Source: an optimization exercise on an open RTL-to-GDS flow (aim: small area and a short achievable clock period). Production flows keep margins and buffers that such runs may drop.
At most, simulation tests tie the RTL to the original design; equivalence was not proved.
The RTL of runs 2 to 4 was laid out without a check of its function.
Power is estimated from default activity; no workload was simulated.

<file path="config.mk">
export PLATFORM = sky130hd
export DESIGN_NAME = lane_guard
export DESIGN_NICKNAME = lane_guard
export VERILOG_FILES = /design/flow/design.v
export SDC_FILE = /design/flow/constraint.sdc
export NUM_CORES = 4
export LEC_CHECK = 0
export CAP_MARGIN = 40
export CORE_MARGIN = 2
export CORE_UTILIZATION = 25
export PLACE_DENSITY = 0.35
export SLEW_MARGIN = 40
</file>
<file path="constraint.sdc">
create_clock -name core_clock -period 14.0 [get_ports {clk}]
set_input_delay 2.8000 -clock core_clock [delete_from_list [all_inputs] [get_ports {clk}]]
set_output_delay 2.8000 -clock core_clock [all_outputs]
set_load 0.01 [all_outputs]
</file>
<file path="design.v">
module lane_guard (
    input             clk,
    input             rst,
    /*verilator lint_off UNUSEDSIGNAL*/
    input      [23:0] lg_map,
    /*verilator lint_on UNUSEDSIGNAL*/
    input             wr_valid,
    input      [39:0] wr_data,
    input      [1:0]  wr_rank_state,
    input      [2:0]  wr_erased_lane,
    input             wr_zero_policy,
    output reg        dw_valid,
    output reg [47:0] dw_data,
    input             rd_valid,
    input      [47:0] rd_data,
    input      [1:0]  rd_rank_state,
    input      [2:0]  rd_erased_lane,
    input             rd_check_en,
    input             rd_hct_loaded,
    output reg        hr_valid,
    output reg        hr_first,
    output reg [39:0] hr_data,
    output reg [1:0]  hr_event,
    output reg [3:0]  hr_kind,
    output reg [2:0]  hr_lane,
    output reg        hr_rfail,
    output reg [15:0] hr_beats,
    output reg [7:0]  hr_bits
);
    localparam ST_PROTECTED = 2'd0;
    localparam ST_ERASED    = 2'd1;
    localparam ST_PL_FAULT  = 2'd2;
    localparam EV_NONE  = 2'd0;
    localparam EV_FS16  = 2'd1;
    localparam EV_FS17  = 2'd2;
    integer d, n, i;
    reg [35:0] sel;
    always @(posedge clk)
        for (d = 0; d < 6; d = d + 1)
            for (n = 0; n < 6; n = n + 1)
                sel[6*d+n] <= (lg_map[4*n +: 3] == d);
    reg [2:0] lane_of [0:5];
    always @(*)
        for (n = 0; n < 6; n = n + 1) begin
            lane_of[n] = 3'd0;
            for (d = 0; d < 6; d = d + 1)
                if (sel[6*d+n]) lane_of[n] = lane_of[n] | d[2:0];
        end
    function [7:0] gf_mul_a;
        input [7:0] x;
        begin
            gf_mul_a = {x[6:0], 1'b0} ^ (x[7] ? 8'h1D : 8'h00);
        end
    endfunction
    reg [47:0] wr_dram;
    reg [7:0]  wr_par;
    reg [7:0]  wr_lane;
    reg        wr_zact;
    always @(*) begin
        wr_par  = wr_data[7:0] ^ wr_data[15:8] ^ wr_data[23:16] ^
                  wr_data[31:24] ^ wr_data[39:32];
        wr_zact = wr_zero_policy && wr_rank_state[0];    
        for (d = 0; d < 6; d = d + 1) begin
            wr_lane = 8'd0;
            for (n = 0; n < 5; n = n + 1)
                wr_lane = wr_lane | (wr_data[8*n +: 8] & {8{sel[6*d+n]}});
            if (wr_zact && wr_erased_lane == d)
                wr_lane = 8'd0;
            wr_dram[8*d +: 8] = wr_lane | (wr_par & {8{sel[6*d+5]}});
        end
    end
    always @(posedge clk) begin
        dw_valid <= wr_valid && !rst;
        dw_data  <= wr_dram;
    end
    reg [39:0] rd_host;
    reg [7:0]  rd_syn;
    reg [4:0]  rd_eh;         
    always @(*) begin
        rd_syn = 8'd0;
        for (d = 0; d < 6; d = d + 1)
            rd_syn = rd_syn ^ rd_data[8*d +: 8];
        for (n = 0; n < 5; n = n + 1) begin
            rd_host[8*n +: 8] = 8'd0;
            rd_eh[n] = 1'b0;
            for (d = 0; d < 6; d = d + 1) begin
                rd_host[8*n +: 8] = rd_host[8*n +: 8] |
                                    (rd_data[8*d +: 8] & {8{sel[6*d+n]}});
                if (rd_erased_lane == d && sel[6*d+n])
                    rd_eh[n] = 1'b1;
            end
        end
    end
    wire       take = rd_valid && !rst;
    reg  [3:0] in_cnt;        
    reg  [1:0] b_state;       
    reg  [4:0] b_eh;
    reg        b_check;
    reg        b_hct;
    reg        new0;          
    reg        first0;        
    reg        last0;         
    always @(posedge clk) begin
        if (rst) begin
            in_cnt <= 4'd0;
            new0   <= 1'b0;
        end else begin
            new0 <= rd_valid;
            if (rd_valid)
                in_cnt <= in_cnt + 4'd1;
        end
        first0 <= (in_cnt == 4'd0);
        last0  <= (in_cnt == 4'd15);
        if (take && in_cnt == 4'd0) begin
            b_state <= rd_rank_state;
            b_eh    <= rd_eh;
            b_check <= rd_check_en;
            b_hct   <= rd_hct_loaded;
        end
    end
    reg [39:0] q_h [0:15];
    reg [7:0]  q_s [0:15];
    reg [15:0] q_v;
    reg [15:0] q_en;          
    reg [16:0] blk;           
    wire       complete;      
    reg        dlv;           
    reg [3:0]  dcnt;
    wire       go = complete || dlv;    
    always @(*) begin
        blk[16] = !go;
        for (i = 15; i >= 0; i = i - 1)
            blk[i] = q_v[i] && blk[i+1];
        q_en[0] = take;
        for (i = 1; i < 16; i = i + 1)
            q_en[i] = q_v[i-1] && !blk[i];
    end
    always @(posedge clk) begin
        if (rst) begin
            q_v <= 16'd0;
        end else begin
            for (i = 0; i < 15; i = i + 1)
                q_v[i] <= q_en[i] || (q_v[i] && !q_en[i+1]);
            q_v[15] <= q_en[15] || (q_v[15] && !go);
        end
    end
    always @(posedge clk) begin
        if (q_en[0]) begin
            q_h[0] <= rd_host;
            q_s[0] <= rd_syn;
        end
        for (i = 1; i < 16; i = i + 1)
            if (q_en[i]) begin
                q_h[i] <= q_h[i-1];
                q_s[i] <= q_s[i-1];
            end
    end
    reg [7:0] cw;             
    reg [7:0] sw [0:4];       
    reg [5:0] ok;             
    reg [5:0] acc;
    reg [5:0] pass;
    always @(*) begin
        cw = 8'h00;
        for (n = 3; n >= 0; n = n - 1)
            cw = gf_mul_a(cw ^ q_h[0][8*n +: 8]);
        cw = cw ^ q_h[0][39:32];
        sw[4] = q_s[0];
        sw[0] = gf_mul_a(q_s[0]);
        sw[1] = gf_mul_a(sw[0]);
        sw[2] = gf_mul_a(sw[1]);
        sw[3] = gf_mul_a(sw[2]);
        for (n = 0; n < 5; n = n + 1)
            ok[n] = (cw == sw[n]);
        ok[5] = (cw == 8'h00);
        pass = (first0 ? 6'h3F : acc) & ok;
    end
    always @(posedge clk)
        if (new0)
            acc <= pass;
    assign complete = new0 && last0;
    reg [15:0] s_beats;
    reg [7:0]  s_bits;
    reg        s_nz;
    reg        raw_pass;
    reg [4:0]  tp;
    reg        c_raw;
    reg [4:0]  one_t;
    reg        only_raw, no_cand;
    reg        eh_none, e_pass;
    reg [4:0]  pick;
    reg [1:0]  d_event;
    reg [3:0]  d_kind;
    reg [2:0]  d_lane;
    reg        d_rfail;
    always @(*) begin
        s_bits = 8'd0;
        for (i = 0; i < 16; i = i + 1) begin
            s_beats[i] = |q_s[15-i];
            s_bits     = s_bits | q_s[i];
        end
        s_nz     = |s_bits;
        raw_pass = pass[5];
        tp       = pass[4:0];
        c_raw    = s_nz && raw_pass;
        for (n = 0; n < 5; n = n + 1)
            one_t[n] = tp[n] && !c_raw && ((tp & ~(5'd1 << n)) == 5'd0);
        only_raw = c_raw && (tp == 5'd0);
        no_cand  = !c_raw && (tp == 5'd0);
        eh_none  = (b_eh == 5'd0);
        e_pass   = eh_none ? raw_pass : |(tp & b_eh);
        pick    = 5'd0;
        d_event = EV_NONE;
        d_kind  = 4'd0;
        d_lane  = 3'd7;
        d_rfail = 1'b0;
        if (b_state == ST_ERASED)
            pick = b_eh;
        if (b_check) begin
            case (b_state)
                ST_PROTECTED: begin
                    if (!s_nz) begin
                        if (b_hct && !raw_pass) begin
                            d_event = EV_FS17;
                            d_kind  = 4'd7;
                        end
                    end else if (!b_hct) begin
                        d_event = EV_FS17;
                        d_kind  = 4'd4;
                    end else if (one_t != 5'd0) begin
                        pick    = one_t;
                        d_event = EV_FS16;
                        d_kind  = 4'd0;
                        d_lane  = 3'd0;
                        for (n = 0; n < 5; n = n + 1)
                            if (one_t[n]) d_lane = d_lane | lane_of[n];
                    end else if (only_raw) begin
                        d_event = EV_FS16;
                        d_kind  = 4'd1;
                        d_lane  = lane_of[5];
                    end else if (no_cand) begin
                        d_event = EV_FS17;
                        d_kind  = 4'd2;
                    end else begin
                        d_event = EV_FS17;
                        d_kind  = 4'd3;
                    end
                end
                ST_ERASED: begin
                    if (b_hct && !e_pass) begin
                        d_event = EV_FS17;
                        d_kind  = 4'd5;
                        d_rfail = 1'b1;
                    end
                end
                default: begin  
                    if (b_hct && !raw_pass) begin
                        d_event = EV_FS17;
                        d_kind  = 4'd6;
                        d_rfail = (b_state == ST_PL_FAULT);
                    end
                end
            endcase
        end
    end
    reg  [4:0] pick_q;
    wire [4:0] pick_now = complete ? pick : pick_q;
    reg [39:0] fix;
    always @(*)
        for (n = 0; n < 5; n = n + 1)
            fix[8*n +: 8] = q_s[15] & {8{pick_now[n]}};
    always @(posedge clk) begin
        if (rst) begin
            dlv      <= 1'b0;
            dcnt     <= 4'd0;
            hr_valid <= 1'b0;
            hr_first <= 1'b0;
        end else begin
            hr_valid <= go;
            hr_first <= complete;
            if (complete) begin
                dlv  <= 1'b1;
                dcnt <= 4'd1;
            end else if (dlv) begin
                dcnt <= dcnt + 4'd1;
                if (dcnt == 4'd15)
                    dlv <= 1'b0;
            end
        end
        if (complete)
            pick_q <= pick;
        hr_data  <= q_h[15] ^ fix;
        hr_event <= d_event;
        hr_kind  <= d_kind;
        hr_lane  <= d_lane;
        hr_rfail <= d_rfail;
        hr_beats <= s_beats;
        hr_bits  <= s_bits;
    end
endmodule
</file>
<file path="run.sh">
#!/bin/bash
# synth_recipe.tcl (not shown) runs the flow's synth.tcl, then flattens the netlist and writes it again
# the make line also repeats each setting of config.mk as NAME=value (left out here)
make -C /OpenROAD-flow-scripts/flow DESIGN_CONFIG=/design/flow/config.mk WORK_HOME=/design/flow/orfs CLKGATE_MAP_FILE= SYNTH_SCRIPT=/design/flow/synth_recipe.tcl finish
</file>
==> results of run 1 <==
flip-flops by register name (all words and copies together), names as in the netlist, 2 cells and up:
signal and cells:
b_eh 5, hr_lane 3, in_cnt 4, b_state 2, hr_bits 8, dcnt 4, hr_beats 16, hr_kind 3
q_v 16, hr_event 2, q_s 128, dw_data 48, q_h 640, hr_data 40, pick_q 5, sel 36
acc 6
cells in the mapped netlist, drive strengths merged (8+ instances only):
cell type	count
a21oi	37
a222oi	48
a22o	50
a22oi	174
and2	10
and3b	12
buf	27
clkbuf	105
dfxtp	193
edfxtp	783
inv	12
mux2i	11
nand2	126
nand3	54
nand4	16
nor2	75
nor2b	20
nor3	25
nor3b	19
nor4	71
o211ai	8
or2	8
xnor2	118
xnor3	17
xor2	71
final cells by class:
cell class / count / area share [%]
Tap cell: 1890 / 5.33
Clock buffer: 126 / 6.43
Sequential cell: 976 / 61.7
Inverter: 12 / 0.102
Timing Repair Buffer: 301 / 6.49
Multi-Input combinational cell: 1070 / 18.1
Clock inverter: 80 / 1.74
Antenna cell: 5 / 0.0282
stage by stage:
| stage | area (µm²) | utilization, % | setup slack (ns) |
|---|---|---|---|
| 4_1_cts | 44300 | 31.3 | 9.41 |
| 3_5_place_dp | 40700 | 28.7 | 8.95 |
| 5_1_grt | 44400 | 31.3 | 9.39 |
| 6_report | 44400 | 31.3 | 9.46 |
| 2_1_floorplan | 35800 | - | 7.90 |
| 3_3_place_gp | 40700 | 28.7 | 8.97 |
cell families after synthesis:
family / share of synthesized area [%]
multiplexers: 0.528
AO/OA/AOI/OAI: 8.37
XOR/XNOR: 6.28
AND/OR/NAND/NOR: 6.67
adder cells (fa/ha/maj): 0.105
buffers and inverters: 1.57
flip-flops: 76.5
other: 0.0105
layer usage:
| metal | up-vias | wire [µm] | GRT usage [%] |
|---|---|---|---|
| met2 | 969 | 45400 | 21.3 |
| met1 | 9994 | 42000 | 17.5 |
| met5 | - | 138 | 0 |
| met4 | 22 | 3580 | 5.22 |
| li1 | 9089 | - | - |
| met3 | 256 | 8500 | 3.77 |
cell usage in the layout (no fill, tap or decap), types with 6 or more instances in the layout:
cell / n
nand4_1: 16
xnor2_1: 116
clkdlybuf4s50_1: 245
bufinv_16: 10
nand3_1: 54
mux2i_1: 11
nor2b_1: 13
nor2b_4: 7
a22o_1: 50
nand2b_1: 7
a21oi_1: 34
nor2_2: 8
nand2_1: 126
clkinv_1: 31
clkbuf_16: 110
xnor3_1: 16
and3b_1: 12
clkinv_2: 25
clkbuf_1: 12
edfxtp_1: 783
inv_1: 12
nor2_1: 67
o211ai_1: 8
buf_4: 55
or3_1: 6
a222oi_1: 48
nor4_1: 68
nor3_1: 24
a22oi_1: 174
xor3_1: 6
o2111ai_1: 6
and2_1: 8
or2_2: 8
mux2_2: 7
dfxtp_1: 190
nor3b_1: 19
xor2_1: 68
worst paths after layout:
path	from	to	slack [ns]	cells after the start
max reg2reg	q_s[0][5]$_DFFE_PP_	hr_data[6]$_DFF_P_	9.53	11
min	q_h[4][31]$_DFFE_PP_	q_h[5][31]$_DFFE_PP_	0.39	0
min reg2reg	q_h[4][31]$_DFFE_PP_	q_h[5][31]$_DFFE_PP_	0.39	0
max	dw_data[47]$_DFF_P_	dw_data[47]	9.46	1
power by group through the flow:
stage	clock [mW]	combinational, mW	sequential (mW)
2_1_floorplan	0	0.310	3.25
3_3_place_gp	0	0.512	3.27
3_5_place_dp	0	0.514	3.27
4_1_cts	2.95	0.518	3.21
5_1_grt	3.06	0.554	3.21
6_report	2.83	0.516	3.21
==> results_dict.tcl, run 1 <==
set metrics [dict create \
    run_status "no timing/DRC/antenna violations" \
    fillCellCount 13800 \
    fp-row-count 138 \
    synthTopCellsByArea "edfxtp_1 (66%), dfxtp_1 (11%), a22oi_1 (3.6%)" \
    slew_headroom_pct 45.4 \
    clock_path_buffers 3 \
    tns_ns 0 \
    path_cells "clkdlybuf4s50_1" \
    area_delta_synth_final_pct 23.9 \
    finalSetupViolations 0 \
    io_buffers 245 \
    dp_hpwl_um 65100 \
    wl_per_cell_um 22.3 \
    cp_max_fo 1 \
    antenna_found_initial 20 \
    wirelength_um 99600 \
    yosys_register_bits 976 \
    coreArea_mm2 0.142 \
    holdBufCountCts 0 \
    hold_slack_ns 0.393 \
    p_leak_nw 14.7 \
    drc 0 \
    die_area_mm2 0.146 \
    critPathRequiredTime_ns 11.20 \
    die_x_um 382 \
    grt_first_pass_wirelength_um 146000 \
    ir_drop_v 0.0000989 \
    clk_latency_ns 0.72 \
    path_clk_slew_ns 0.06 \
    cp_num_buf_inv 1 \
    finalCritPeriodShare_pct 32.4 \
    grt_pass1_vias 21000 \
    cts-htree-levels 3 \
    io_pins 254 \
    drive_above_1_share_pct 11.0 \
    fmax_mhz 220 \
    final_nets 2602 \
    slowest_delay_ns 0.59 \
    firstDrtPassIters 10 \
    hold_class "reg -> reg" \
    yosys.area.top_type_share_pct 65.7 \
    drtIter0Drc 2363 \
    gr-total-overflow 0 \
    drt-vias-per-instance 4.56 \
    vias 20300 \
    syn_avg_cell_area_um2 16.3 \
    seqPwrFrac_pct 49.0 \
    ant_nets 0 \
    multi_input_area_mm2 0.00805 \
    grt_max_degree 50 \
    synth.cell_area_mm2 0.0358 \
    crit_family "buffers and inverters" \
    p_comb_share_pct 7.9 \
    die_height_um 382 \
    rsz0062_at_grt "false" \
    p_sw_share_pct 23.0 \
    power_density_mw_per_mm2 148 \
    clkPwrFrac_pct 43.2 \
    maxSlewViolCount 0 \
    end_kind "output port" \
    start_util_pct 25.3 \
    finalNonFillerCells 4460 \
    p_int_mw 5.05 \
    yosysWarnings 5 \
    cts_buffers 109 \
    netSwitchingPower_mw 1.51 \
    synthFlopType "edfxtp_1" \
    finalHoldViolations 0 \
    ys_types 76 \
    synth_cells 2190 \
    finalPower_mw 6.56 \
    critPathLaunchType "register" \
    worstMarginPinSlew_ns 0.811 \
    ys_seq_area_share_pct 76.5 \
    cts_resized 0 \
    cap_violations 0 \
    cts_tree "yes" \
    root_buffer "clkbuf_16" \
    async_reset_ff_share_pct 0 \
    numClockSinks 976 \
    skew_ns 0.0529 \
    grt.total_usage_pct 13.5 \
    seqCellArea_mm2 0.0274 \
    synth_top_area_cell "edfxtp_1" \
    synth_nets 2322 \
    post_cts_buffers 0 \
    dp_cells 4248 \
    place_congestion 0.805 \
    synth_edf_count 783 \
    cp_slowest_cell "clkdlybuf4s50_1" \
    arrival_ns 1.74 \
    min_period_ns 4.54 \
    path_class "reg -> out" \
]
==> run 2, diff against run 1 <==
--- a/design.v
+++ b/design.v
@@ -123,4 +123,5 @@
     reg [15:0] q_v;
-    reg [15:0] q_en;          
-    reg [16:0] blk;           
+    reg        pol;
+    reg [15:1] ld;            
+    reg [15:1] ld_n;          
     wire       complete;      
@@ -129,9 +130,17 @@
     wire       go = complete || dlv;    
+    reg [15:0] v_nx;
+    reg        go_nx;
+    reg [16:1] full_nx;       
+    reg [15:1] ld_nx;
     always @(*) begin
-        blk[16] = !go;
-        for (i = 15; i >= 0; i = i - 1)
-            blk[i] = q_v[i] && blk[i+1];
-        q_en[0] = take;
+        v_nx[0] = take || (q_v[0] && !ld[1]);
+        for (i = 1; i < 15; i = i + 1)
+            v_nx[i] = ld[i] || (q_v[i] && !ld[i+1]);
+        v_nx[15] = ld[15] || (q_v[15] && !go);
+        go_nx = (take && in_cnt == 4'd15) || (complete || (dlv && dcnt != 4'd15));
+        full_nx[16] = 1'b1;
+        for (i = 15; i >= 1; i = i - 1)
+            full_nx[i] = v_nx[i] && full_nx[i+1];
         for (i = 1; i < 16; i = i + 1)
-            q_en[i] = q_v[i-1] && !blk[i];
+            ld_nx[i] = v_nx[i-1] && (go_nx || !full_nx[i]);
     end
@@ -139,20 +148,25 @@
         if (rst) begin
-            q_v <= 16'd0;
+            q_v  <= 16'd0;
+            pol  <= 1'b0;
+            ld   <= 15'd0;
+            ld_n <= {15{1'b1}};
         end else begin
-            for (i = 0; i < 15; i = i + 1)
-                q_v[i] <= q_en[i] || (q_v[i] && !q_en[i+1]);
-            q_v[15] <= q_en[15] || (q_v[15] && !go);
+            q_v  <= v_nx;
+            pol  <= !pol;
+            ld   <= ld_nx;
+            ld_n <= ~ld_nx;
         end
     end
+    wire [39:0] in_h = rd_host ^ {40{pol}};
+    wire [7:0]  in_s = rd_syn ^ {8{pol}};
     always @(posedge clk) begin
-        if (q_en[0]) begin
-            q_h[0] <= rd_host;
-            q_s[0] <= rd_syn;
+        q_h[0] <= ~(take ? in_h : q_h[0]);
+        q_s[0] <= ~(take ? in_s : q_s[0]);
+        for (i = 1; i < 16; i = i + 1) begin
+            q_h[i] <= ~((q_h[i-1] | {40{ld_n[i]}}) & (q_h[i] | {40{ld[i]}}));
+            q_s[i] <= ~((q_s[i-1] | {8{ld_n[i]}})  & (q_s[i] | {8{ld[i]}}));
         end
-        for (i = 1; i < 16; i = i + 1)
-            if (q_en[i]) begin
-                q_h[i] <= q_h[i-1];
-                q_s[i] <= q_s[i-1];
-            end
     end
+    wire [39:0] h0  = q_h[0] ^ {40{pol}};
+    wire [7:0]  s0  = q_s[0] ^ {8{pol}};
     reg [7:0] cw;             
@@ -160,4 +174,9 @@
     reg [5:0] ok;             
-    reg [5:0] acc;
-    reg [5:0] pass;
+    reg [6:0] acc;            
+    reg [6:0] pass;
+    reg [15:0] sb_acc;        
+    reg [7:0]  bits_acc;      
+    reg [15:0] s_beats;
+    reg [7:0]  s_bits;
+    reg        nz0;
     always @(*) begin
@@ -165,6 +184,6 @@
         for (n = 3; n >= 0; n = n - 1)
-            cw = gf_mul_a(cw ^ q_h[0][8*n +: 8]);
-        cw = cw ^ q_h[0][39:32];
-        sw[4] = q_s[0];
-        sw[0] = gf_mul_a(q_s[0]);
+            cw = gf_mul_a(cw ^ h0[8*n +: 8]);
+        cw = cw ^ h0[39:32];
+        sw[4] = s0;
+        sw[0] = gf_mul_a(s0);
         sw[1] = gf_mul_a(sw[0]);
@@ -175,10 +194,15 @@
         ok[5] = (cw == 8'h00);
-        pass = (first0 ? 6'h3F : acc) & ok;
+        pass[5:0] = (first0 ? 6'h3F : acc[5:0]) & ok;
+        nz0       = |s0;
+        pass[6]   = (first0 ? 1'b0 : acc[6]) | nz0;
+        s_beats   = {nz0, sb_acc[15:1]};
+        s_bits    = (first0 ? 8'd0 : bits_acc) | s0;
     end
     always @(posedge clk)
-        if (new0)
-            acc <= pass;
+        if (new0) begin
+            acc      <= pass;
+            sb_acc   <= s_beats;
+            bits_acc <= s_bits;
+        end
     assign complete = new0 && last0;
-    reg [15:0] s_beats;
-    reg [7:0]  s_bits;
     reg        s_nz;
@@ -196,8 +220,3 @@
     always @(*) begin
-        s_bits = 8'd0;
-        for (i = 0; i < 16; i = i + 1) begin
-            s_beats[i] = |q_s[15-i];
-            s_bits     = s_bits | q_s[i];
-        end
-        s_nz     = |s_bits;
+        s_nz     = pass[6];
         raw_pass = pass[5];
@@ -270,3 +289,3 @@
         for (n = 0; n < 5; n = n + 1)
-            fix[8*n +: 8] = q_s[15] & {8{pick_now[n]}};
+            fix[8*n +: 8] = pick_now[n] ? q_s[15] : {8{pol}};
     always @(posedge clk) begin
==> flow/run.sh (new file) <==
#!/bin/bash
# Standard layout with plain buffers on the ports (instead of the default
# delay buffers) and timing repair aimed well below the clock period.
set -euo pipefail
export BUFFER_PORTS_ARGS="-buffer_cell sky130_fd_sc_hd__buf_2"
export SETUP_SLACK_MARGIN=10
bash standard.sh > standard.log 2>&1
==> standard.sh (new file) <==
#!/bin/bash
# synth_recipe.tcl (not shown) runs the flow's synth.tcl, then flattens the netlist and writes it again
# the make line also repeats each setting of config.mk as NAME=value (left out here)
make -C /OpenROAD-flow-scripts/flow DESIGN_CONFIG=/design/flow/config.mk WORK_HOME=/design/flow/orfs CLKGATE_MAP_FILE= SYNTH_SCRIPT=/design/flow/synth_recipe.tcl "${@:-finish}"
--- a/config.mk
+++ b/config.mk
@@ -7,6 +7,8 @@
 export LEC_CHECK = 0
-export CAP_MARGIN = 40
+export CAP_MARGIN = 20
 export CORE_MARGIN = 2
-export CORE_UTILIZATION = 25
-export PLACE_DENSITY = 0.35
-export SLEW_MARGIN = 40
+export CORE_UTILIZATION = 45
+export CTS_BUF_LIST = sky130_fd_sc_hd__clkbuf_4 sky130_fd_sc_hd__clkbuf_8
+export CTS_CLUSTER_SIZE = 30
+export PLACE_DENSITY = 0.6
+export SLEW_MARGIN = 20
removed: run.sh
==> run 2 against run 1 <==
Compared with the run above:
- still clean on timing, DRC and antenna
- core utilization increased by 23 points
- worst hold slack worse by 0.051 ns
- critical path depth increased by 10
- total power is 54% higher
- register-to-register slack gained 0.48 ns
- area after synthesis down 1.4%
- sequential share of layout area down 12 points
- via count rose by 33%
- global-route usage rose by 10 points
- largest cell class unchanged
==> results_dict.tcl, run 2 <==
set metrics [dict create \
    dp_cells 4238 \
    gr-usage-met2_pct 37.6 \
    drc 0 \
    ys_seq_area_share_pct 59.6 \
    skew_ns 0.0452 \
    yosysWarnings 5 \
    fp-row-count 102 \
    synth_cells 3211 \
    antenna_found_initial 10 \
    root_buffer "clkbuf_8" \
    drtIter0Drc 2748 \
    layout_commonest_cell "dfxtp_1" \
    final_util_pct 54.4 \
    power_density_mw_per_mm2 239 \
    grt_max_degree 94 \
    stdcell_area_mm2 0.0422 \
    fillCellCount 6772 \
    worstMarginPinSlew_ns 1.27 \
    syn_avg_cell_area_um2 11.0 \
    critPathLaunchType "input pin" \
    tns_ns 0 \
    cap_violations 0 \
    maxSlewViolCount 0 \
    largest_reg_flops 640 \
    crit_top_cell "nor4b_4" \
    slew_headroom_pct 15.0 \
    synthFlopType "dfxtp_1" \
    wirelength_um 101000 \
    die_area_mm2 0.0807 \
    hold_class "reg -> reg" \
    arrival_ns 4.75 \
    die_x_um 284 \
    ant_nets 0 \
    cts-htree-levels 4 \
    dpl_cell_area_mm2 0.0371 \
    numClockSinks 1031 \
    finalPower_mw 10.1 \
    yosys-top-cells-count "dfxtp_1 (992), o22ai_1 (727), clkbuf_1 (255)" \
    grt_use_met3_pct 5.15 \
    end_kind "register" \
    holdBufCountCts 0 \
    cp_max_fo 2 \
    path_cells "buf_12, buf_12, nor3_4, nor4b_4, nor4b_4, nor4b_4, nand2b_1, or3_4, nor3_4, inv_1, o21a_1" \
    die_height_um 284 \
    fmax_mhz 246 \
    ir_drop_v 0.000107 \
    cp_num_buf_inv 3 \
    coreArea_mm2 0.0776 \
    min_period_ns 4.07 \
    yosys.area.top_type_share_pct 56.2 \
    async_reset_ff_share_pct 0 \
    synthTopCellsByArea "dfxtp_1 (56%), o22ai_1 (13%), xnor2_1 (5.2%)" \
    path_class "in -> reg" \
    met1_usage_pct 31.3 \
    finalCritPeriodShare_pct 29.1 \
    biggestRegsByFlops "q_h x640, q_s x128, dw_data x48" \
    final_nets 3546 \
    start_util_pct 45.5 \
    area_delta_synth_final_pct 19.6 \
    clk_latency_ns 0.82 \
    cp_slowest_cell "or3_4" \
    synth_nets 3343 \
    wl_per_cell_um 22.0 \
    vias 27100 \
    dp_slack_ns 8.32 \
    run_status "no timing/DRC/antenna violations" \
    dp_hpwl_um 64900 \
    yosys_register_bits 1031 \
    synth_top_area_cell "dfxtp_1" \
    clock_path_buffers 3 \
    crit_family "simple AND/OR/NAND/NOR gates" \
    firstDrtPassIters 10 \
    final_cell_mix "dfxtp_1 (913), o22ai_1 (727), xnor2_1 (202)" \
    finalNonFillerCells 4594 \
    busiest_layer "met2" \
    synth.cell_area_mm2 0.0353 \
    largest-register "q_h" \
    critPathRequiredTime_ns 14.68 \
    cts_buffers 160 \
    place_congestion 0.896 \
    path_clk_slew_ns 0.06 \
    synth.most_common_cell "dfxtp_1" \
    grt_first_pass_wirelength_um 153000 \
    layout_setup_ws_ns 9.93 \
    drive_above_1_share_pct 22.4 \
    hold_slack_ns 0.342 \
    cts_tree "yes" \
    rsz0062_at_grt "true" \
    finalSetupViolations 0 \
    synth_edf_count 39 \
    slowest_delay_ns 0.37 \
    grt.total_usage_pct 23.8 \
    io_pins 254 \
    grt_pass1_vias 26400 \
    io_buffers 245 \
    finalHoldViolations 0 \
    gr-total-overflow 0 \
    ys_types 75 \
    drt-vias-per-instance 5.89 \
    p_leak_nw 16.5 \
]
## run 2: cell types whose count changed after synthesis, moves of 44 or more
| cell | previous run | this run |
|---|---|---|
| xnor2_1 | 116 | 208 |
| edfxtp_1 | 783 | 39 |
| nand2_1 | 126 | 73 |
| xor2_1 | 69 | 25 |
| o22ai_1 | 3 | 727 |
| dfxtp_1 | 193 | 992 |
| nor4_1 | 69 | 6 |
| clkbuf_1 | 105 | 255 |
## run 2: cell type report
type / instances / area [µm²] / share of cell area, %
inverters: 50 / 191 / 0.453
well taps: 1040 / 1300 / 3.08
clock inverters: 35 / 465 / 1.10
flip-flops and latches: 1031 / 21100 / 50.1
diodes: 9 / 22.5 / 0.0533
multi-input cells: 1823 / 13300 / 31.6
repair buffers: 348 / 2630 / 6.23
clock buffers: 258 / 3150 / 7.46
## run 2: final timing paths
| path | from | endpoint | slack, ns | cells past startpoint |
|---|---|---|---|---|
| hold / removal | sb_acc[1]$_DFFE_PP_ | hr_beats[0]$_DFF_P_ | 0.34 | 0 |
| setup / recovery | rst | ld[1]$_SDFF_PP0_ | 9.93 | 11 |
| setup reg to reg | q_h[0][22]$_DFF_P_ | hr_data[18]$_DFF_P_ | 10.01 | 14 |
| hold reg to reg | sb_acc[1]$_DFFE_PP_ | hr_beats[0]$_DFF_P_ | 0.34 | 0 |
## run 2: where the power goes
part	switching [mW]	internal, mW	total (mW)
combinational	1.10	1.34	2.43
clock	1.19	1.53	2.72
sequential	0.767	4.16	4.93
## run 2: routing by layer
metal  routed length [µm]  share of wire [%]
met5                   13              0.013
met4                 4200                4.1
met3                 8150                8.0
met2                45600                 45
met1                43300                 43
## run 2: what timing repair did
| item | 4_1_cts | 5_1_grt |
|---|---|---|
| gates cloned | 2 | 5 |
| pin swaps | 7 | 15 |
| gates resized for setup | 135 | 95 |
| setup endpoints to repair | 204 | 165 |
| buffers inserted | 22 | 25 |
## run 2: cells by family after synthesis
group                      synth area share [%]
DFF                                        59.6
AOI/OAI and AO/OA                          21.9
buffers and inverters                      3.94
xor gates and xnor gates                   7.81
other                                    0.0106
and+or+nand+nor                            5.03
adders and majority gates                 0.135
muxes                                      1.67
==> run 3, diff against run 2 <==
--- a/design.v
+++ b/design.v
@@ -169,4 +169,2 @@
     end
-    wire [39:0] h0  = q_h[0] ^ {40{pol}};
-    wire [7:0]  s0  = q_s[0] ^ {8{pol}};
     reg [7:0] cw;             
@@ -181,7 +179,17 @@
     reg        nz0;
+    reg [7:0]  rd_cw;
+    reg [7:0]  cw0;           
+    reg [7:0]  s0;            
     always @(*) begin
-        cw = 8'h00;
+        rd_cw = 8'h00;
         for (n = 3; n >= 0; n = n - 1)
-            cw = gf_mul_a(cw ^ h0[8*n +: 8]);
-        cw = cw ^ h0[39:32];
+            rd_cw = gf_mul_a(rd_cw ^ rd_host[8*n +: 8]);
+        rd_cw = rd_cw ^ rd_host[39:32];
+    end
+    always @(posedge clk) begin
+        cw0 <= rd_cw;
+        s0  <= rd_syn;
+    end
+    always @(*) begin
+        cw = cw0;
         sw[4] = s0;
--- a/config.mk
+++ b/config.mk
@@ -9,6 +9,6 @@
 export CORE_MARGIN = 2
-export CORE_UTILIZATION = 45
+export CORE_UTILIZATION = 40
 export CTS_BUF_LIST = sky130_fd_sc_hd__clkbuf_4 sky130_fd_sc_hd__clkbuf_8
 export CTS_CLUSTER_SIZE = 30
-export PLACE_DENSITY = 0.6
+export PLACE_DENSITY = 0.55
 export SLEW_MARGIN = 20
==> run 3 against run 2 <==
Compared with the run above:
- combinational power fell by about 30%
- die area rose by 11%
- first-iteration DRC count fell by 16%
- clock power is 6% lower
- sequential cell count grew 16
- non-clock buffer count down 24
- maximum frequency down 5.0%
- area after synthesis shrank 1.5%
- sequential share of layout area grew 2.4 points
- global-route usage shrank 3.1 points
==> results_dict.tcl, run 3 <==
set metrics [dict create \
    run_status "no timing/DRC/antenna violations" \
    multi_input_area_mm2 0.0122 \
    drc 0 \
    async_reset_ff_share_pct 0 \
    min_period_ns 4.28 \
    r2r.worst_path.cells 8 \
    yosys.area.top_type_share_pct 58.0 \
    hold_class "reg -> reg" \
    arrival_ns 4.98 \
    die_area_mm2 0.0893 \
    synth_nets 3294 \
    cts_buffers 161 \
    worstMarginPinSlew_ns 1.20 \
    cp_max_fo 4 \
    path_class "in -> reg" \
    drtIter0Drc 2309 \
    seqCellArea_mm2 0.0214 \
    path_cells "buf_8, buf_12, nand2b_4, inv_4, and2_4, nor4_4, nor4bb_4, nand2b_1, or4_4, or2_4, o21a_1" \
    die_height_um 299 \
    yosys-top-cells-count "dfxtp_1 (1008), o22ai_1 (726), clkbuf_1 (237)" \
    finalSetupViolations 0 \
    final_nets 3473 \
    vias 25800 \
    tns_ns 0 \
    cp_num_buf_inv 3 \
    path_clk_slew_ns 0.06 \
    io_pins 254 \
    biggestRegsByFlops "q_h x640, q_s x128, dw_data x48" \
    cts_tree "yes" \
    area_delta_synth_final_pct 17.5 \
    grt_pass1_vias 26000 \
    wl_per_cell_um 20.4 \
    fp-row-count 108 \
    largest_reg_flops 640 \
    syn_avg_cell_area_um2 11.0 \
    ys_types 61 \
    numClockSinks 1047 \
    place_congestion 0.881 \
    largest-register "q_h" \
    cap_violations 0 \
    drt-vias-per-instance 5.57 \
    grt_max_degree 51 \
    slew_headroom_pct 20.0 \
    r2r_slack_ns 10.25 \
    maxSlewViolCount 0 \
    antenna_found_initial 18 \
    skew_ns 0.0388 \
    firstDrtPassIters 10 \
    gr-total-overflow 0 \
    power_density_mw_per_mm2 225 \
    synth_top_area_cell "dfxtp_1" \
    final_cell_mix "dfxtp_1 (952), o22ai_1 (726), xnor2_1 (215)" \
    p_leak_nw 15.7 \
    finalHoldViolations 0 \
    synth.most_common_cell "dfxtp_1" \
    coreArea_mm2 0.0865 \
    die_x_um 299 \
    yosys_register_bits 1047 \
    finalCritPeriodShare_pct 30.6 \
    crit_family "simple AND/OR/NAND/NOR gates" \
    layout_commonest_cell "dfxtp_1" \
    io_buffers 245 \
    hold_start "sb_acc[1]$_DFFE_PP_" \
    drive_above_1_share_pct 20.1 \
    ys_seq_area_share_pct 61.4 \
    cp_slowest_cell "or4_4" \
    clk_latency_ns 0.81 \
    dp_hpwl_um 62700 \
    dp_slack_ns 7.39 \
    fmax_mhz 233 \
    synth_cells 3162 \
    hold_depth 0 \
    rsz0062_at_grt "true" \
    synthFlopType "dfxtp_1" \
    whs_endpoint "hr_beats[0]$_DFF_P_" \
    r2r_end "hr_event[1]$_SDFF_PN0_" \
    cts-htree-levels 4 \
    critPathRequiredTime_ns 14.70 \
    start_util_pct 40.2 \
    layout_setup_ws_ns 9.72 \
    synth.cell_area_mm2 0.0348 \
    clock_path_buffers 3 \
    synthTopCellsByArea "dfxtp_1 (58%), o22ai_1 (13%), xnor2_1 (5.5%)" \
    r2r_start "s0[1]$_DFF_P_" \
    wirelength_um 94400 \
    critPathLaunchType "input pin" \
    ir_drop_v 0.000111 \
    yosysWarnings 5 \
    synth_edf_count 39 \
    grt_first_pass_wirelength_um 148000 \
    root_buffer "clkbuf_8" \
    grt.total_usage_pct 20.7 \
    slowest_delay_ns 0.55 \
    ant_nets 0 \
    fillCellCount 7991 \
    end_kind "register" \
]
[run 3: cell types whose count changed after synthesis, moves of 12 or more]
cell      before   now
dfxtp_1      992  1008
xnor3_1       18     0
buf_1         44    59
clkbuf_1     255   237
inv_1         48    36
[run 3: logic make-up after synthesis]
logic type               share of synthesized area, %
adder cells (fa/ha/maj)                         0.108
AND/OR/NAND/NOR                                  4.99
multiplexers                                     1.64
flip-flops                                       61.4
buffers and inverters                            3.85
XOR/XNOR                                         6.51
other                                          0.0108
AO/OA/AOI/OAI                                    21.5
[run 3: repair_timing]
| item | CTS | global route |
|---|---|---|
| pin swaps | 7 | 6 |
| gates resized for setup | 76 | 54 |
| hold buffers | 0 | 0 |
| setup endpoints to repair | 181 | 160 |
| gates cloned | 5 | 0 |
| buffers inserted | 11 | 3 |
[run 3: per-layer routing]
metal | global-route usage, % | wire (µm) | up-vias | share of wire (%)
met5 | 0 | 38 | - | 0.040
met3 | 5.30 | 6910 | 245 | 7.3
met2 | 33.5 | 43900 | 965 | 46
met1 | 26.1 | 40700 | 12200 | 43
li1 | - | - | 12400 | -
met4 | 9.52 | 2930 | 6 | 3.1
[run 3: worst max path at each step]
stage               from  cells past startpoint  slack, ns               end
floorplan            rst                     11       9.11  ld[1]$_SDFF_PP0_
global placement     rst                     11       7.44  ld[1]$_SDFF_PP0_
detailed placement   rst                     11       7.39  ld[1]$_SDFF_PP0_
CTS                  rst                     11       9.70  ld[1]$_SDFF_PP0_
global route         rst                     11       9.67  ld[1]$_SDFF_PP0_
finish               rst                     11       9.72  ld[1]$_SDFF_PP0_
[run 3: power breakdown]
part           internal, mW  switching (mW)
registers              4.22           0.744
clock network          1.40            1.15
logic                 0.961           0.735
[run 3: through the flow]
stage | power (mW) | util [%] | area (µm²) | std cells | hold WS [ns]
5_1_grt | 9.75 | 47.2 | 40900 | 4621 | 0.376
4_1_cts | 9.28 | 46.9 | 40600 | 4604 | 0.344
6_report | 9.21 | 47.2 | 40900 | 4621 | 0.342
3_3_place_gp | 6.58 | 42.6 | 36800 | 4314 | 0.330
2_1_floorplan | 6.06 | - | 34900 | 3162 | 0.323
3_5_place_dp | 6.68 | 42.6 | 36800 | 4314 | 0.347
[run 3: final cells by class]
| cell class | count | area share, % |
|---|---|---|
| sequential | 1047 | 52.4 |
| antenna | 14 | 0.0857 |
| inverter | 36 | 0.337 |
| multi-input combinational | 1771 | 30.0 |
| clock buffer | 243 | 7.45 |
| tap | 1155 | 3.54 |
| timing repair buffer | 324 | 5.52 |
| clock inverter | 31 | 0.671 |
==> run 4, diff against run 3 <==
--- a/design.v
+++ b/design.v
@@ -36,14 +36,15 @@
     integer d, n, i;
+    reg [17:0] map_q;
     reg [35:0] sel;
     always @(posedge clk)
+        for (n = 0; n < 6; n = n + 1)
+            map_q[3*n +: 3] <= lg_map[4*n +: 3];
+    always @(*)
         for (d = 0; d < 6; d = d + 1)
             for (n = 0; n < 6; n = n + 1)
-                sel[6*d+n] <= (lg_map[4*n +: 3] == d);
+                sel[6*d+n] = (map_q[3*n +: 3] == d);
     reg [2:0] lane_of [0:5];
     always @(*)
-        for (n = 0; n < 6; n = n + 1) begin
-            lane_of[n] = 3'd0;
-            for (d = 0; d < 6; d = d + 1)
-                if (sel[6*d+n]) lane_of[n] = lane_of[n] | d[2:0];
-        end
+        for (n = 0; n < 6; n = n + 1)
+            lane_of[n] = map_q[3*n +: 3];
     function [7:0] gf_mul_a;
@@ -102,2 +103,3 @@
     reg        last0;         
+    reg  [3:0] idx0;          
     always @(posedge clk) begin
@@ -112,2 +114,3 @@
         first0 <= (in_cnt == 4'd0);
+        idx0   <= in_cnt;
         last0  <= (in_cnt == 4'd15);
@@ -135,3 +138,3 @@
     always @(*) begin
-        v_nx[0] = take || (q_v[0] && !ld[1]);
+        v_nx[0] = rd_valid;
         for (i = 1; i < 15; i = i + 1)
@@ -139,3 +142,3 @@
         v_nx[15] = ld[15] || (q_v[15] && !go);
-        go_nx = (take && in_cnt == 4'd15) || (complete || (dlv && dcnt != 4'd15));
+        go_nx = (rd_valid && in_cnt == 4'd15) || (complete || (dlv && dcnt != 4'd15));
         full_nx[16] = 1'b1;
@@ -159,8 +162,10 @@
     end
-    wire [39:0] in_h = rd_host ^ {40{pol}};
-    wire [7:0]  in_s = rd_syn ^ {8{pol}};
+    wire [39:0] h0p = q_h[0] ^ {40{pol}};
+    wire [7:0]  s0p = q_s[0] ^ {8{pol}};
     always @(posedge clk) begin
-        q_h[0] <= ~(take ? in_h : q_h[0]);
-        q_s[0] <= ~(take ? in_s : q_s[0]);
-        for (i = 1; i < 16; i = i + 1) begin
+        q_h[0] <= rd_host;
+        q_s[0] <= rd_syn;
+        q_h[1] <= ~((h0p | {40{ld_n[1]}}) & (q_h[1] | {40{ld[1]}}));
+        q_s[1] <= ~((s0p | {8{ld_n[1]}})  & (q_s[1] | {8{ld[1]}}));
+        for (i = 2; i < 16; i = i + 1) begin
             q_h[i] <= ~((q_h[i-1] | {40{ld_n[i]}}) & (q_h[i] | {40{ld[i]}}));
@@ -174,6 +179,2 @@
     reg [6:0] pass;
-    reg [15:0] sb_acc;        
-    reg [7:0]  bits_acc;      
-    reg [15:0] s_beats;
-    reg [7:0]  s_bits;
     reg        nz0;
@@ -181,3 +182,3 @@
     reg [7:0]  cw0;           
-    reg [7:0]  s0;            
+    wire [7:0] s0 = q_s[0];   
     always @(*) begin
@@ -188,6 +189,4 @@
     end
-    always @(posedge clk) begin
+    always @(posedge clk)
         cw0 <= rd_cw;
-        s0  <= rd_syn;
-    end
     always @(*) begin
@@ -205,11 +204,12 @@
         pass[6]   = (first0 ? 1'b0 : acc[6]) | nz0;
-        s_beats   = {nz0, sb_acc[15:1]};
-        s_bits    = (first0 ? 8'd0 : bits_acc) | s0;
     end
     always @(posedge clk)
-        if (new0) begin
-            acc      <= pass;
-            sb_acc   <= s_beats;
-            bits_acc <= s_bits;
-        end
+        if (new0)
+            acc <= pass;
+    wire restart = new0 && first0;
+    always @(posedge clk) begin
+        for (i = 0; i < 16; i = i + 1)
+            hr_beats[i] <= (hr_beats[i] && !restart) || (new0 && idx0 == i && nz0);
+        hr_bits <= (hr_bits & ~{8{restart}}) | (s0 & {8{new0}});
+    end
     assign complete = new0 && last0;
@@ -323,4 +323,2 @@
         hr_rfail <= d_rfail;
-        hr_beats <= s_beats;
-        hr_bits  <= s_bits;
     end
==> flow/run.sh (replaced) <==
#!/bin/bash
# Standard layout with: plain buffers on the ports (instead of the default
# delay buffers), a shallower clock tree of large clusters, and timing repair
# aimed well below the clock period.
set -euo pipefail
export BUFFER_PORTS_ARGS="-buffer_cell sky130_fd_sc_hd__buf_2"
export SETUP_SLACK_MARGIN=10
export CTS_ARGS="-sink_clustering_enable -repair_clock_nets -root_buf sky130_fd_sc_hd__clkbuf_16 -sink_clustering_size 30 -sink_clustering_max_diameter 90 -buf_list sky130_fd_sc_hd__clkbuf_16"
bash standard.sh > standard.log 2>&1
--- a/config.mk
+++ b/config.mk
@@ -9,6 +9,4 @@
 export CORE_MARGIN = 2
-export CORE_UTILIZATION = 40
-export CTS_BUF_LIST = sky130_fd_sc_hd__clkbuf_4 sky130_fd_sc_hd__clkbuf_8
-export CTS_CLUSTER_SIZE = 30
-export PLACE_DENSITY = 0.55
+export CORE_UTILIZATION = 45
+export PLACE_DENSITY = 0.6
 export SLEW_MARGIN = 20
==> run 4 against run 3 <==
Compared with the run above:
- largest cell class unchanged
- global-route usage increased by 1.7 points
- sequential power decreased by 4.2%
- synthesized cell count decreased by 3.0%
- sequential share of layout area increased by 2.5 points
- count of clock-buffer cells in the layout decreased by 201
- via count decreased by 4.9%
- largest power group unchanged
- still clean on timing, DRC and antenna
- critical endpoint unchanged
==> results_dict.tcl, run 4 <==
set metrics [dict create \
    biggestRegsByFlops "q_h x640, q_s x128, dw_data x48" \
    path_class "in -> reg" \
    synth_cells 3066 \
    cts_tree "yes" \
    critPathRequiredTime_ns 14.52 \
    wl_per_cell_um 21.5 \
    hold_slack_ns 0.409 \
    ir_drop_v 0.0000915 \
    synthTopCellsByArea "dfxtp_1 (59%), o22ai_1 (13%), xnor2_1 (4.1%)" \
    grt_pass1_vias 24000 \
    finalPower_mw 7.78 \
    holdBufCountCts 0 \
    largest_reg_flops 640 \
    dp_hpwl_um 60200 \
    grt_max_degree 53 \
    ys_types 80 \
    die_x_um 277 \
    cts_buffers 41 \
    finalHoldViolations 0 \
    synth_nets 3198 \
    final_util_pct 49.7 \
    gr-total-overflow 0 \
    drtIter0Drc 2156 \
    path_clk_slew_ns 0.11 \
    route.layer.met1.wl_um 38300 \
    synth.most_common_cell "dfxtp_1" \
    p_int_mw 5.50 \
    clock_path_buffers 3 \
    maxSlewViolCount 0 \
    crit_top_cell "or3_4" \
    synthFlopType "dfxtp_1" \
    worstMarginPinSlew_ns 1.13 \
    final_nets 3262 \
    skew_ns 0.0227 \
    power_density_mw_per_mm2 211 \
    wirelength_um 88400 \
    syn_avg_cell_area_um2 10.9 \
    yosys_register_bits 1001 \
    path_cells "buf_8, and2_4, nor4b_4, and3b_2, nand3b_1, or3_4, or3_4, o21a_1" \
    place_congestion 0.884 \
    dp_cells 4049 \
    dp_slack_ns 9.08 \
    run_status "no timing/DRC/antenna violations" \
    largest-register "q_h" \
    async_reset_ff_share_pct 0 \
    yosysWarnings 5 \
    wl_met2_um 41000 \
    io_buffers 245 \
    seqPwrFrac_pct 61.0 \
    hold_class "reg -> reg" \
    die_height_um 277 \
    fmax_mhz 245 \
    finalCritPeriodShare_pct 29.1 \
    tns_ns 0 \
    firstDrtPassIters 9 \
    antenna_found_initial 18 \
    route.met3.wl_um 6070 \
    synth_edf_count 16 \
    stdcell_area_mm2 0.0368 \
    drt-vias-per-instance 5.94 \
    slew_headroom_pct 24.5 \
    grt_first_pass_wirelength_um 140000 \
    top_layer "met5" \
    critPathLaunchType "input pin" \
    yosys.area.top_type_share_pct 58.8 \
    synth.cell_area_mm2 0.0336 \
    p_comb_share_pct 20.7 \
    layout_setup_ws_ns 9.92 \
    final_cell_mix "dfxtp_1 (982), o22ai_1 (720), buf_2 (244)" \
    coreArea_mm2 0.0741 \
    clk_latency_ns 0.62 \
    synth_top_area_cell "dfxtp_1" \
    drc 0 \
    arrival_ns 4.60 \
    vias 24500 \
    dpl_cell_area_mm2 0.0355 \
    finalSetupViolations 0 \
    cts-htree-levels 2 \
    ys_seq_area_share_pct 60.2 \
    rsz0062_at_grt "true" \
    fp-row-count 100 \
    ant_nets 0 \
    die_area_mm2 0.0768 \
    cp_slowest_cell "or3_4" \
    cap_violations 0 \
    root_buffer "clkbuf_16" \
    min_period_ns 4.08 \
    p_leak_nw 14.3 \
    io_pins 254 \
    netSwitchingPower_mw 2.28 \
    start_util_pct 45.3 \
    cp_max_fo 4 \
    slowest_delay_ns 0.38 \
    finalNonFillerCells 4121 \
    clkPwrFrac_pct 18.3 \
    numClockSinks 1001 \
    grt.total_usage_pct 22.4 \
    area_delta_synth_final_pct 9.69 \
    yosys-top-cells-count "dfxtp_1 (985), o22ai_1 (720), clkbuf_1 (220)" \
    drive_above_1_share_pct 13.6 \
    end_kind "register" \
    p_sw_share_pct 29.3 \
    layout_commonest_cell "dfxtp_1" \
]
## run 4: cell count changes after synthesis, moves of 9 or more
cell / change
xor2_1: +69
xnor2_1: -62
nor2_1: -41
a21oi_1: -25
dfxtp_1: -23
edfxtp_1: -23
clkbuf_1: -17
a21o_1: +16
mux2i_1: -14
a22o_1: -13
a31oi_1: +9
buf_1: -9
## run 4: layout make-up
type	instances	area (µm²)
Antenna cell	10	25.0
Clock buffer	42	1050
Clock inverter	13	140
Fill cell	6711	37300
Inverter	42	159
Multi-Input combinational cell	1726	12200
Sequential cell	1001	20200
Tap cell	969	1210
Timing Repair Buffer	318	1780
## run 4: critical path, delay by kind of cell
kind / cells / cell delay (ns)
AOI/OAI and AO/OA: 1 / 0.19
buffers and inverters: 1 / 0.10
and+or+nand+nor: 6 / 1.52
## run 4: final timing paths
| path | to | cells after the start | slack, ns | from |
|---|---|---|---|---|
| worst max register to register | hr_data[14]$_DFF_P_ | 9 | 10.13 | q_s[0][5]$_DFF_P_ |
| worst min-delay path | idx0[3]$_DFF_P_ | 0 | 0.41 | in_cnt[3]$_SDFFE_PP0P_ |
| worst min register to register | idx0[3]$_DFF_P_ | 0 | 0.41 | in_cnt[3]$_SDFFE_PP0P_ |
| worst max-delay path | ld[1]$_SDFF_PP0_ | 8 | 9.92 | rd_valid |
## run 4: repair_timing
action | in CTS | in global routing
pin swaps | 3 | 2
setup endpoints to repair | 12 | 10
buffers inserted | 6 | 1
gates resized for setup | 5 | 4
## run 4: kinds of logic after synthesis
group	Yosys count	synth area share (%)
adder cells (fa/ha/maj)	3	0.112
flip-flops	1001	60.2
AND/OR/NAND/NOR	297	4.82
buffers and inverters	339	4.02
other	1	0.0112
XOR/XNOR	266	7.18
multiplexers	34	1.01
AO/OA/AOI/OAI	1125	22.6
## run 4: routing by layer
layer	global-route usage [%]	vias to the layer above
li1	-	11700
met1	29.5	11600
met2	36.9	866
met3	3.91	237
met4	8.25	14
met5	0	-
## run 4: power groups by stage
stage	Sequential, mW	Combinational [mW]	Clock (mW)
after floorplan	4.57	1.29	0
after global placement	4.79	1.55	0
after detailed placement	4.83	1.61	0
after CTS	4.76	1.61	1.46
after global routing	4.90	1.77	1.57
final	4.75	1.61	1.42
==> run 5, diff against run 4 <==
--- a/design.v
+++ b/design.v
@@ -134,3 +134,4 @@
     reg [15:0] v_nx;
-    reg        go_nx;
+    reg        go_rest;       
+    reg        cnt15;         
     reg [16:1] full_nx;       
@@ -142,3 +143,4 @@
         v_nx[15] = ld[15] || (q_v[15] && !go);
-        go_nx = (rd_valid && in_cnt == 4'd15) || (complete || (dlv && dcnt != 4'd15));
+        go_rest  = complete || (dlv && dcnt != 4'd15);
+        cnt15    = (in_cnt == 4'd15);
         full_nx[16] = 1'b1;
@@ -146,4 +148,6 @@
             full_nx[i] = v_nx[i] && full_nx[i+1];
-        for (i = 1; i < 16; i = i + 1)
-            ld_nx[i] = v_nx[i-1] && (go_nx || !full_nx[i]);
+        ld_nx[1] = rd_valid && (go_rest || !full_nx[1] || cnt15);
+        for (i = 2; i < 16; i = i + 1)
+            ld_nx[i] = (v_nx[i-1] && (go_rest || !full_nx[i])) ||
+                       (rd_valid && v_nx[i-1] && cnt15);
     end
--- a/flow/run.sh
+++ b/flow/run.sh
@@ -7,3 +7,3 @@
 export SETUP_SLACK_MARGIN=10
-export CTS_ARGS="-sink_clustering_enable -repair_clock_nets -root_buf sky130_fd_sc_hd__clkbuf_16 -sink_clustering_size 30 -sink_clustering_max_diameter 90 -buf_list sky130_fd_sc_hd__clkbuf_16"
+export CTS_ARGS="-sink_clustering_enable -repair_clock_nets -root_buf sky130_fd_sc_hd__clkbuf_16 -sink_clustering_size 25 -sink_clustering_max_diameter 80 -buf_list sky130_fd_sc_hd__clkbuf_16"
 bash standard.sh > standard.log 2>&1
==> run 5 against run 4 <==
Compared with the run above:
- still clean
- sequential power barely moved
- first-iteration DRC count barely moved
- critical path depth fell by 1
==> results_dict.tcl, run 5 <==
set metrics [dict create \
    run_status "no timing/DRC/antenna violations" \
    biggestRegsByFlops "q_h x640, q_s x128, dw_data x48" \
    start_util_pct 45.7 \
    path_class "in -> reg" \
    fillCellCount 6421 \
    holdBufCountCts 0 \
    io_buffers 245 \
    synth_top_area_cell "dfxtp_1" \
    clk_latency_ns 0.64 \
    hold_slack_ns 0.404 \
    coreArea_mm2 0.0732 \
    min_period_ns 3.98 \
    cap_violations 0 \
    ant_nets 0 \
    power_density_mw_per_mm2 213 \
    synthTopCellsByArea "dfxtp_1 (59%), o22ai_1 (13%), xnor2_1 (4.2%)" \
    die_height_um 277 \
    critPathLaunchType "input pin" \
    hold_class "reg -> reg" \
    drt-vias-per-instance 5.96 \
    ys_seq_area_share_pct 60.4 \
    async_reset_ff_share_pct 0 \
    gr-total-overflow 0 \
    arrival_ns 4.49 \
    synth_cells 3051 \
    root_buffer "clkbuf_16" \
    multi_input_area_mm2 0.0121 \
    worstMarginPinSlew_ns 1.09 \
    skew_ns 0.0327 \
    cp_max_fo 6 \
    cts_buffers 48 \
    drive_above_1_share_pct 13.4 \
    yosys-top-cells-count "dfxtp_1 (985), o22ai_1 (721), clkbuf_1 (219)" \
    synth.cell_area_mm2 0.0334 \
    end_kind "register" \
    busiest_layer "met2" \
    wl_per_cell_um 21.5 \
    slew_headroom_pct 26.9 \
    grt_max_degree 51 \
    met1_usage_pct 28.1 \
    grt.total_usage_pct 22.0 \
    rsz0062_at_grt "false" \
    p_leak_nw 14.4 \
    io_pins 254 \
    ys_types 73 \
    grt_use_met3_pct 4.52 \
    largest-register "q_h" \
    vias 24500 \
    wirelength_um 88200 \
    finalPower_mw 7.86 \
    yosys.area.top_type_share_pct 59.0 \
    grt_first_pass_wirelength_um 137000 \
    antenna_found_initial 20 \
    finalCritPeriodShare_pct 28.4 \
    maxSlewViolCount 0 \
    final_cell_mix "dfxtp_1 (982), o22ai_1 (721), buf_2 (245)" \
    critPathRequiredTime_ns 14.52 \
    final_nets 3253 \
    synth_edf_count 16 \
    syn_avg_cell_area_um2 11.0 \
    numClockSinks 1001 \
    layout_commonest_cell "dfxtp_1" \
    firstDrtPassIters 9 \
    die_area_mm2 0.0765 \
    cts_tree "yes" \
    gr-usage-met2_pct 36.4 \
    grt_pass1_vias 24000 \
    fmax_mhz 252 \
    clock_path_buffers 3 \
    drc 0 \
    cts-htree-levels 2 \
    finalSetupViolations 0 \
    r2r_slack_ns 10.22 \
    drtIter0Drc 2158 \
    post_cts_buffers 0 \
    ir_drop_v 0.000117 \
    finalHoldViolations 0 \
    yosysWarnings 5 \
    seqCellArea_mm2 0.0202 \
    yosys_register_bits 1001 \
    tns_ns 0 \
    path_clk_slew_ns 0.09 \
    largest_reg_flops 640 \
    stdcell_area_mm2 0.0368 \
    die_x_um 277 \
    synth_nets 3183 \
    place_congestion 0.902 \
    dpl_cell_area_mm2 0.0354 \
    dp_hpwl_um 59000 \
    synthFlopType "dfxtp_1" \
    fp-row-count 99 \
    area_delta_synth_final_pct 10.1 \
    synth.most_common_cell "dfxtp_1" \
]
## run 5: cell count changes after synthesis, moves of 5 or more
cell	change
or2_2	+5
nor4_1	+10
buf_1	+6
nor3_1	-6
mux2i_1	+9
xor2_1	-8
o21ai_1	-5
a31oi_1	-8
## run 5: cell families (layout without fill, tap and decap cells)
logic type	count (synthesis)	after routing	share of synthesized area (%)
and+or+nand+nor	293	293	4.59
buffers and inverters	339	420	4.02
muxes	44	44	1.32
xor gates and xnor gates	262	262	7.15
DFF	1001	1001	60.4
adders and majority gates	3	3	0.112
other	1	17	0.0112
AOI/OAI and AO/OA	1108	1108	22.4
## run 5: worst max-delay path: stages
cell     delay (ns)
buf_2          0.14
a22oi_1        0.22
nand3_1        0.23
xnor2_1        0.23
xnor2_2        0.37
xor2_1         0.29
xnor2_1        0.19
## run 5: timing repair
item,in CTS,in global routing
gates cloned,0,0
endpoints found under the setup margin,1,20
resized for setup,1,2
pin swaps,0,1
## run 5: final cells by class
| cell class | instances | area share [%] |
|---|---|---|
| tap | 959 | 3.26 |
| clock inverter | 13 | 0.462 |
| inverter | 44 | 0.462 |
| multi-input combinational | 1711 | 32.8 |
| sequential | 1001 | 54.9 |
| timing repair buffer | 315 | 4.76 |
| clock buffer | 48 | 3.26 |
| antenna | 16 | 0.109 |
## run 5: per-stage QoR
step                      std cells  setup slack, ns  util, %
final                          4107            10.02     50.3
after global routing           4103            10.00     50.3
after CTS                      4091            10.00     50.2
after detailed placement       4030             9.40     48.3
after global placement         4030             9.46     48.3
after floorplan                3051            10.02        -
## run 5: layer usage
| layer | vias up | routed length, µm | part of all wire, % |
|---|---|---|---|
| met5 | - | 51 | 0.058 |
| met4 | 8 | 3230 | 3.7 |
| met2 | 864 | 41000 | 46 |
| li1 | 11600 | - | - |
| met1 | 11700 | 38100 | 43 |
| met3 | 227 | 5840 | 6.6 |
## run 5: worst paths after layout
kind	cells after the start	end	start
hold / removal	0	idx0[3]$_DFF_P_	in_cnt[3]$_SDFFE_PP0P_
hold reg to reg	0	idx0[3]$_DFF_P_	in_cnt[3]$_SDFFE_PP0P_
setup / recovery	7	cw0[2]$_DFF_P_	rd_data[44]
setup reg to reg	9	hr_data[19]$_DFF_P_	q_s[0][1]$_DFF_P_
## run 5: power by group
part | internal (mW) | switching, mW | total (mW)
clock | 0.640 | 0.881 | 1.52
combinational | 0.911 | 0.685 | 1.60
sequential | 4.03 | 0.716 | 4.74
==> run 6, diff against run 5 <==
--- a/config.mk
+++ b/config.mk
@@ -9,4 +9,4 @@
 export CORE_MARGIN = 2
-export CORE_UTILIZATION = 45
-export PLACE_DENSITY = 0.6
+export CORE_UTILIZATION = 48
+export PLACE_DENSITY = 0.63
 export SLEW_MARGIN = 20
==> run 6 against run 5 <==
Compared with the run above:
- final area down 0.27%
- first-iteration DRC count grew 6.4%
- worst hold slack better by 0.0068 ns
- sequential cell count is the same
- sequential share of layout area grew 0.15 points
- count of clock-buffer cells in the layout shrank 1
- non-clock buffer count fell by 2
- area after synthesis did not move
- largest cell class unchanged
- largest power group unchanged
==> results_dict.tcl, run 6 <==
set metrics [dict create \
    root_buffer "clkbuf_16" \
    synth_cells 3051 \
    ys_seq_area_share_pct 60.4 \
    grt.total_usage_pct 23.5 \
    path_cells "buf_2" \
    p_leak_nw 14.4 \
    synthFlopType "dfxtp_1" \
    hold_class "reg -> reg" \
    async_reset_ff_share_pct 0 \
    fp-row-count 96 \
    synth_nets 3183 \
    synth_top_area_cell "dfxtp_1" \
    die_x_um 268 \
    final_cell_mix "dfxtp_1 (982), o22ai_1 (721), buf_2 (245)" \
    cts_tree "yes" \
    path_clk_slew_ns 0.09 \
    critPathLaunchType "register" \
    syn_avg_cell_area_um2 11.0 \
    final_nets 3250 \
    ys_types 73 \
    end_kind "output port" \
    finalHoldViolations 0 \
    drt-vias-per-instance 6.04 \
    io_buffers 245 \
    slew_headroom_pct 28.6 \
    cp_slowest_cell "dfxtp_1" \
    drc 0 \
    die_height_um 268 \
    synth.cell_area_mm2 0.0334 \
    yosys.area.top_type_share_pct 59.0 \
    firstDrtPassIters 11 \
    synthTopCellsByArea "dfxtp_1 (59%), o22ai_1 (13%), xnor2_1 (4.2%)" \
    cts_buffers 47 \
    die_area_mm2 0.0718 \
    dp_slack_ns 9.45 \
    slowest_delay_ns 0.40 \
    arrival_ns 1.17 \
    place_congestion 0.913 \
    coreArea_mm2 0.0688 \
    cp_max_fo 1 \
    drtIter0Drc 2297 \
    finalCritPeriodShare_pct 28.4 \
    biggestRegsByFlops "q_h x640, q_s x128, dw_data x48" \
    largest_reg_flops 640 \
    io_pins 254 \
    drive_above_1_share_pct 13.4 \
    min_period_ns 3.97 \
    yosys-top-cells-count "dfxtp_1 (985), o22ai_1 (721), clkbuf_1 (219)" \
    wl_per_cell_um 21.1 \
    wirelength_um 86000 \
    largest-register "q_h" \
    critPathRequiredTime_ns 11.20 \
    vias 24600 \
    cp_num_buf_inv 1 \
    maxSlewViolCount 0 \
    grt_pass1_vias 24100 \
    cts-htree-levels 2 \
    layout_setup_ws_ns 10.03 \
    cap_violations 0 \
    fmax_mhz 252 \
    grt_first_pass_wirelength_um 135000 \
    rsz0062_at_grt "false" \
    area_delta_synth_final_pct 9.79 \
    run_status "no timing/DRC/antenna violations" \
    seqCellArea_mm2 0.0202 \
    holdBufCountCts 0 \
    crit_family "flip-flops" \
    ant_nets 0 \
    worstMarginPinSlew_ns 1.07 \
    dp_hpwl_um 57700 \
    multi_input_area_mm2 0.0121 \
    power_density_mw_per_mm2 213 \
    finalSetupViolations 0 \
    start_util_pct 48.6 \
    clock_path_buffers 3 \
    grt_max_degree 51 \
    layout_commonest_cell "dfxtp_1" \
    synth_edf_count 16 \
    skew_ns 0.0355 \
    gr-total-overflow 0 \
    hold_slack_ns 0.411 \
    path_class "reg -> out" \
    antenna_found_initial 14 \
    clk_latency_ns 0.63 \
    tns_ns 0 \
    yosys_register_bits 1001 \
    ir_drop_v 0.000116 \
    synth.most_common_cell "dfxtp_1" \
    fillCellCount 5914 \
    numClockSinks 1001 \
    finalPower_mw 7.82 \
    post_cts_buffers 0 \
    yosysWarnings 5 \
]
## run 6: cell counts after synthesis
No cell type changed its count.
## run 6: path summary, 6_finish.rpt
path | startpoint | end | slack [ns] | cells past startpoint
worst max-delay path | dw_data[0]$_DFF_P_ | dw_data[0] | 10.03 | 1
worst min-delay path | in_cnt[1]$_SDFFE_PP0P_ | idx0[1]$_DFF_P_ | 0.41 | 0
worst max register to register | q_s[0][4]$_DFF_P_ | hr_data[24]$_DFF_P_ | 10.27 | 9
worst min register to register | in_cnt[1]$_SDFFE_PP0P_ | idx0[1]$_DFF_P_ | 0.41 | 0
## run 6: layer usage
metal,up-vias,wire [µm],global-route usage (%)
met3,236,6010,4.51
met4,4,3090,9.17
met2,944,40200,38.8
met5,-,27,0
li1,11600,-,-
met1,11700,36600,30.3
## run 6: final cells by class
cell class                 instances  area share, %
clock inverter                    13          0.372
antenna                           11         0.0750
clock buffer                      47           3.20
sequential                      1001           55.0
timing repair buffer             313           4.73
tap                              931           3.17
inverter                          44          0.464
multi-input combinational       1711           32.9
## run 6: cell families after synthesis
kind of cell / synth area share [%]
compound gates: 22.4
xor+xnor: 7.15
fa+ha+maj: 0.112
buf+inv: 4.02
flops: 60.4
mux: 1.32
other cells: 0.0112
simple gates: 4.59
## run 6: where the power goes
group | internal (mW) | leakage, nW | switching (mW)
combinational | 0.912 | 5.29 | 0.683
sequential | 4.03 | 8.43 | 0.717
clock | 0.620 | 0.656 | 0.858
total | 5.56 | 14.4 | 2.26
## run 6: metrics by stage
stage,instance area [µm²],utilization [%],instances
2_1_floorplan,33500,-,3051
3_3_place_gp,35300,51.4,4000
3_5_place_dp,35300,51.4,4000
4_1_cts,36700,53.3,4060
5_1_grt,36700,53.3,4068
6_report,36700,53.3,4071
## run 6: what timing repair did
action                     4_1_cts  5_1_grt
resized for setup                1        4
cloned                           0        0
setup endpoints to repair        1        9

-- afterwards: timing with drivers on the ports --
No port has a modelled driver above. Below, the same layouts with a new extraction and two added sets of constraints. Step 1 sets driving cells, clkbuf_16 on the clock port and buf_2 on the other inputs (assumed; they add their load-dependent delay and slew). Step 2, shift: input delay + t, output delay - t, t = (earliest + latest rising clock arrival at the registers) / 2. This alone moves slack from input paths to output paths. Slacks: ideal / step 1 / step 2; pairs: ideal / step 1.
run	t (ns)	slack for setup (ns)	worst setup path after step 2	worst data-port slew with drivers (ns)
run 1	0.768	9.464 / 9.392 / 8.954	input to register	0.12
run 2	0.857	9.928 / 9.881 / 9.064	input to register	0.10
run 3	0.857	9.715 / 9.726 / 8.869	input to register	0.10
run 4	0.666	9.921 / 9.926 / 9.260	input to register	0.11
run 5	0.686	10.024 / 9.976 / 9.376	input to register	0.13
run 6	0.667	10.028 / 9.970 / 9.454	input to register	0.13
After both steps setup and hold are still met in every run listed. For run 2, which loses most, drivers alone change the setup slack by -0.047 ns; drivers and shift together by -0.864 ns.
